This design comes from an exercise in tuning for small area, a short achievable clock period and few clock cycles on the open sky130 flow, not from production work.
In this exercise RTL edits were held to simulation tests only and were not proved equivalent to the original.
No activity file was given, so power comes from the tool's default toggle rates.

// lay_dpu
module lay_dpu (
    input  wire        clk,
    input  wire        rst,           
    input  wire        cmd_valid,
    output wire        cmd_ready,
    input  wire [5:0]  cmd_op,
    input  wire [1:0]  cmd_acc,       
    input  wire [1:0]  cmd_lanes,     
    input  wire [1:0]  cmd_part,      
    input  wire [2:0]  cmd_t,         
    input  wire        cmd_sat,
    input  wire        cmd_rnd,       
    input  wire        cmd_int,       
    input  wire        cmd_trk,       
    input  wire [23:0] cmd_a,
    input  wire [23:0] cmd_b,
    input  wire [23:0] cmd_c,
    input  wire [23:0] cmd_d,
    input  wire [23:0] cmd_e,
    output reg         rsp_valid,
    output reg  [23:0] rsp_data,
    output reg         rsp_annul,
    output reg  [5:0]  rsp_flags,
    output reg  [4:0]  rsp_bx
);
export LEC_CHECK = 0
export ABC_AREA = 1
export CAP_MARGIN = 20
export CORE_MARGIN = 2
export CORE_UTILIZATION = 28
export CTS_CLUSTER_DIAMETER = 120
export CTS_CLUSTER_SIZE = 22
export PLACE_DENSITY = 0.5
export SLEW_MARGIN = 20
create_clock -name core_clock -period 20.0 [get_ports {clk}]
standard.sh (not shown) runs the stock make flow with config.mk's settings and CLKGATE_MAP_FILE= SYNTH_SCRIPT=/design/flow/synth_recipe.tcl, a recipe that flattens the netlist after the stock synthesis.
==> flow/flow/run.sh <==
#!/bin/bash
# Layout flow: the standard flow (standard.sh), with ORFS's timing
# repair asked to leave a setup margin (so that it sizes and buffers the
# paths that set the achieved period) and the ports buffered with buf_4.
export SETUP_SLACK_MARGIN=14.95
export BUFFER_PORTS_ARGS="-buffer_cell sky130_fd_sc_hd__buf_4"
bash standard.sh > standard.log 2>&1
Testbench counts at the start, summed over its fixed seeds: cycles 11,472.
Edit:
==> flow/flow/run.sh (replaced) <==
#!/bin/bash
# Layout flow: the standard flow (standard.sh), with ORFS's timing
# repair asked to leave a setup margin (so that it sizes and buffers the
# paths that set the achieved period) and the ports buffered with buf_4.
export SETUP_SLACK_MARGIN=14.9
export BUFFER_PORTS_ARGS="-buffer_cell sky130_fd_sc_hd__buf_4"
bash standard.sh > standard.log 2>&1
- CAP_MARGIN: 20 -> 10
- CORE_UTILIZATION: 28 -> 35
- PLACE_DENSITY: 0.5 -> 0.55
- SLEW_MARGIN: 20 -> 10
Result:
- routed wire length fell by a few percent
- design area fell slightly
- synthesized cell count stays the same
- die area fell by about a fifth
- cell count fell by a few percent
Edit:
==> flow/flow/run.sh (replaced) <==
#!/bin/bash
# Layout flow: the standard flow (standard.sh), with ORFS's timing
# repair asked to leave a setup margin (so that it sizes and buffers the
# paths that set the achieved period) and the ports buffered with buf_4.
export SETUP_SLACK_MARGIN=14.95
export BUFFER_PORTS_ARGS="-buffer_cell sky130_fd_sc_hd__buf_4"
bash standard.sh > standard.log 2>&1
- CAP_MARGIN: 10 -> 20
- CORE_UTILIZATION: 35 -> 30
- PLACE_DENSITY: 0.55 -> 0.5
- SLEW_MARGIN: 10 -> 20
Result: Total power came out lower by 1.1%. Flip-flop and latch count does not change. Die area rose by 17%. Setup slack barely changes. Clock-buffer cell count goes down by 1. Final area grows by 0.43%.
Edit:
==> flow/flow/run.sh (replaced) <==
#!/bin/bash
# Layout flow: the standard flow (standard.sh), with ORFS's timing
# repair asked to leave a setup margin (so that it sizes and buffers the
# paths that set the achieved period) and the ports buffered with buf_4.
export SETUP_SLACK_MARGIN=14.7
export BUFFER_PORTS_ARGS="-buffer_cell sky130_fd_sc_hd__buf_4"
bash standard.sh > standard.log 2>&1
What happened:
- The changed run passed the timing, design-rule and antenna checks
- worst setup slack degrades by 0.063 ns
- clock-buffer cell count is unchanged
- fmax went down by 1.2%
- routed wire length went down by 1.7%
- combinational power hardly moves
- total power barely changes
- flip-flop and latch count does not change
- critical path depth went up by 13
- synthesized cell count stays the same
- design area went down by 1.1%
- clock power went down by about 1%
Edit:
==> flow/flow/run.sh (replaced) <==
#!/bin/bash
# Layout flow: the standard flow (standard.sh), with ORFS's timing
# repair asked to leave a setup margin (so that it sizes and buffers the
# paths that set the achieved period) and the ports buffered with buf_4.
export SETUP_SLACK_MARGIN=14.95
export BUFFER_PORTS_ARGS="-buffer_cell sky130_fd_sc_hd__buf_4"
bash standard.sh > standard.log 2>&1
- PLACE_DENSITY: 0.5 -> 0.45
=> Routed wire length went up by 8.7%; design area went up by 3.0%; power went up by 5.5%; global-route usage went up by 2.3 points; clock power went up by about 10%; synthesized area is unchanged; non-clock buffer count went up by 96; worst setup slack gets better by 0.042 ns; worst hold slack is about the same.
Edit:
==> flow/flow/run.sh (replaced) <==
#!/bin/bash
# Layout flow: the standard flow (standard.sh), with ORFS's timing
# repair asked to leave a setup margin (so that it sizes and buffers the
# paths that set the achieved period) and the ports buffered with buf_4.
export SETUP_SLACK_MARGIN=14.9
export BUFFER_PORTS_ARGS="-buffer_cell sky130_fd_sc_hd__buf_4"
bash standard.sh > standard.log 2>&1
- ABC_AREA: 1 -> not set
- PLACE_DENSITY: 0.45 -> 0.5
=> The new run produced a clean layout. Die area drops by 0.41%. Utilization goes up by 0.31 points. Power decreases by 5.5%. Sequential power is about the same.

---

lay_dpu again, from the RTL that the note above started with.
Design lay_dpu, start of the top module:
module lay_dpu (
    input  wire        clk,
    input  wire        rst,           
    input  wire        cmd_valid,
    output wire        cmd_ready,
    input  wire [5:0]  cmd_op,
    input  wire [1:0]  cmd_acc,       
    input  wire [1:0]  cmd_lanes,     
    input  wire [1:0]  cmd_part,      
    input  wire [2:0]  cmd_t,         
    input  wire        cmd_sat,
    input  wire        cmd_rnd,       
    input  wire        cmd_int,       
    input  wire        cmd_trk,       
    input  wire [23:0] cmd_a,
    input  wire [23:0] cmd_b,
    input  wire [23:0] cmd_c,
    input  wire [23:0] cmd_d,
    input  wire [23:0] cmd_e,
    output reg         rsp_valid,
    output reg  [23:0] rsp_data,
    output reg         rsp_annul,
    output reg  [5:0]  rsp_flags,
    output reg  [4:0]  rsp_bx
);
Settings: LEC_CHECK=0, ABC_AREA=1, CAP_MARGIN=10, CORE_MARGIN=2, CORE_UTILIZATION=30, CTS_CLUSTER_DIAMETER=120, CTS_CLUSTER_SIZE=22, PLACE_DENSITY=0.5, SLEW_MARGIN=10; clock period 20.0 ns.
==> flow/flow/run.sh <==
#!/bin/bash
# Layout flow: the standard flow (standard.sh), with ORFS's timing
# repair asked to leave a setup margin (so that it sizes and buffers the
# paths that set the achieved period) and the ports buffered with buf_4.
export SETUP_SLACK_MARGIN=14.9
export BUFFER_PORTS_ARGS="-buffer_cell sky130_fd_sc_hd__buf_4"
bash standard.sh > standard.log 2>&1
Testbench counts at the start, summed over its fixed seeds: cycles 11,472.
Edit:
Settings changed: CAP_MARGIN 10 to 20, SLEW_MARGIN 10 to 20, TNS_END_PERCENT set to 5.
The new run went through all stages and came out clean.
Sequential share of layout area rose by 0.19 points.
Cell count drops by 0.48%.
Wire length goes down by 0.71%.
Final area fell by 1.1%.
First-iteration DRC count goes down by 1.9%.
Total power falls by 0.97%.
Utilization falls by 0.40 points.
Register-to-register slack loses 0.13 ns.
Edit:
==> flow/flow/run.sh (replaced) <==
#!/bin/bash
# Layout flow: the standard flow (standard.sh), with ORFS's timing
# repair asked to leave a setup margin (so that it sizes and buffers the
# paths that set the achieved period) and the ports buffered with buf_4.
export SETUP_SLACK_MARGIN=14.85
export BUFFER_PORTS_ARGS="-buffer_cell sky130_fd_sc_hd__buf_4"
bash standard.sh > standard.log 2>&1
Settings changed: TNS_END_PERCENT 5 to unset.
Core utilization went up by 0.34 points.
Global-route usage went down by 0.79 points.
Routed wire length went down by 2.9%.
Die area is unchanged.
Final cell count went up by 0.41%.
Non-clock buffer count went up by 38.
Edit:
==> flow/flow/run.sh (replaced) <==
#!/bin/bash
# Layout flow: the standard flow (standard.sh), with ORFS's timing
# repair asked to leave a setup margin (so that it sizes and buffers the
# paths that set the achieved period) and the ports buffered with buf_4.
export SETUP_SLACK_MARGIN=14.9
export BUFFER_PORTS_ARGS="-buffer_cell sky130_fd_sc_hd__buf_4"
bash standard.sh > standard.log 2>&1
Settings changed: CORE_UTILIZATION 30 to 35, PLACE_DENSITY 0.5 to 0.55.
What happened:
- routed wire length falls slightly
- die area falls by about a fifth
- area after synthesis stays the same
- synthesized cell count does not change
- sequential share of layout area rises by 0.18 points
- first-iteration DRC count rises slightly
- worst setup slack degrades by 0.030 ns
Edit:
Settings changed: CORE_UTILIZATION 35 to 30, GPL_ROUTABILITY_DRIVEN set to 0, PLACE_DENSITY 0.55 to 0.5.
Global-route usage goes down by 5.6 points.
Wire length falls by a few percent.
Power climbs slightly.
Fmax is lower slightly.
Clock-buffer cell count decreases by 1.
Edit:
Settings changed: GPL_ROUTABILITY_DRIVEN 0 to unset.
- synthesized cell count is unchanged
- core utilization stays flat
- total power falls slightly
- synthesized area is unchanged
- fmax climbs slightly
- worst setup slack gets better by 0.069 ns
- first-iteration DRC count shrinks by about a fifth
- combinational power shrinks slightly
- via count goes down slightly
- final cell count barely changes

---

lay_dpu, a different RTL version from the one above (not shown whole).
For scale: ~7000 cells after synthesis, about 690 flip-flops, about 180 I/O pins, ~0.061 mm² of cells after synthesis.
Settings: LEC_CHECK=0, CAP_MARGIN=20, CORE_MARGIN=2, CORE_UTILIZATION=42, PLACE_DENSITY=0.55, SLEW_MARGIN=20; clock period 20.0 ns.
==> flow/flow/run.sh <==
#!/bin/bash
# Layout flow: the standard flow (standard.sh), with ORFS's timing
# repair asked to leave a setup margin (so that it sizes and buffers the
# paths that set the achieved period) and the ports buffered with buf_4.
export SETUP_SLACK_MARGIN=14.5
export BUFFER_PORTS_ARGS="-buffer_cell sky130_fd_sc_hd__buf_4"
bash standard.sh > standard.log 2>&1
The first run finished with timing, DRC and antenna clean.
Testbench counts at the start, summed over its fixed seeds: cycles 11,502.
Change:
--- a/flow/config.mk
+++ b/flow/config.mk
@@ -9,4 +9,4 @@
 export CORE_MARGIN = 2
-export CORE_UTILIZATION = 42
-export PLACE_DENSITY = 0.55
+export CORE_UTILIZATION = 30
+export PLACE_DENSITY = 0.5
 export SLEW_MARGIN = 20
Result:
- The new run passed the timing, design-rule and antenna checks
- via count is about the same
- fmax goes up slightly
- sequential cell count does not change
- power goes up slightly
- core utilization goes down by 13 points
- design area goes up slightly
- die area goes up by well over a third
- global-route usage goes down by 9.7 points
- worst setup slack gains 0.074 ns
- non-clock buffer count goes up by 10
- sequential power barely changes
Change:
--- a/flow/flow/run.sh
+++ b/flow/flow/run.sh
@@ -4,3 +4,3 @@
 # paths that set the achieved period) and the ports buffered with buf_4.
-export SETUP_SLACK_MARGIN=14.5
+export SETUP_SLACK_MARGIN=15.5
 export BUFFER_PORTS_ARGS="-buffer_cell sky130_fd_sc_hd__buf_4"
The new run ran to the end with no violations.
Non-clock buffer count went up by 336.
Sequential cell count stays the same.
Design area went up by roughly a tenth.
Area after synthesis stays the same.
Core utilization went up by 4.1 points.
Hold slack hardly moves.
Total power went up by roughly a tenth.
Clock skew went down by 0.018 ns.
Sequential share of layout area went down by 2.3 points.
Wire length went up by a little under a tenth.
Combinational power went up by about a fifth.

-- separate check: timing with driven ports --
No port has a modelled driver above. Below, the same layouts with a new extraction and two added sets of constraints. Step 1: set_driving_cell puts a clkbuf_16 on clk and a buf_2 on each other input, an assumption about the parent block. Step 2, shift: input delay + t, output delay - t, t = (earliest + latest rising clock arrival at the registers) / 2. This alone moves slack from input paths to output paths. Slacks: ideal ports / drivers / drivers and shift; pairs: ideal ports / drivers.
run | t (ns) | slack for setup (ns) | worst setup path after step 2
the first run of note 1 | 0.758 | 14.771 / 14.683 / 14.625 | input to register
the second run of note 1 | 0.756 | 14.760 / 14.670 / 14.540 | input to register
the third run of note 1 | 0.758 | 14.758 / 14.674 / 14.622 | input to register
the fourth run of note 1 | 0.742 | 14.694 / 14.694 / 14.427 | input to register
the fifth run of note 1 | 0.756 | 14.736 / 14.645 / 14.628 | input to register
the sixth run of note 1 | 0.763 | 14.690 / 14.675 / 14.690 | register to register
the first run of note 2 | 0.756 | 14.754 / 14.678 / 14.570 | input to register
the second run of note 2 | 0.752 | 14.744 / 14.690 / 14.545 | input to register
the third run of note 2 | 0.739 | 14.790 / 14.708 / 14.432 | input to register
the fourth run of note 2 | 0.754 | 14.761 / 14.671 / 14.550 | input to register
the fifth run of note 2 | 0.777 | 14.704 / 14.627 / 14.512 | input to register
the sixth run of note 2 | 0.750 | 14.773 / 14.691 / 14.545 | input to register
the first run of note 3 | 0.797 | 14.410 / 14.410 / 14.119 | input to register
the second run of note 3 | 0.797 | 14.485 / 14.487 / 13.690 | input to register
the third run of note 3 | 0.805 | 14.707 / 14.623 / 14.480 | input to register
After both steps every run listed still meets setup and hold. For the second run of note 3, which loses most, drivers alone change the setup slack by +0.002 ns; drivers and shift together by -0.795 ns.
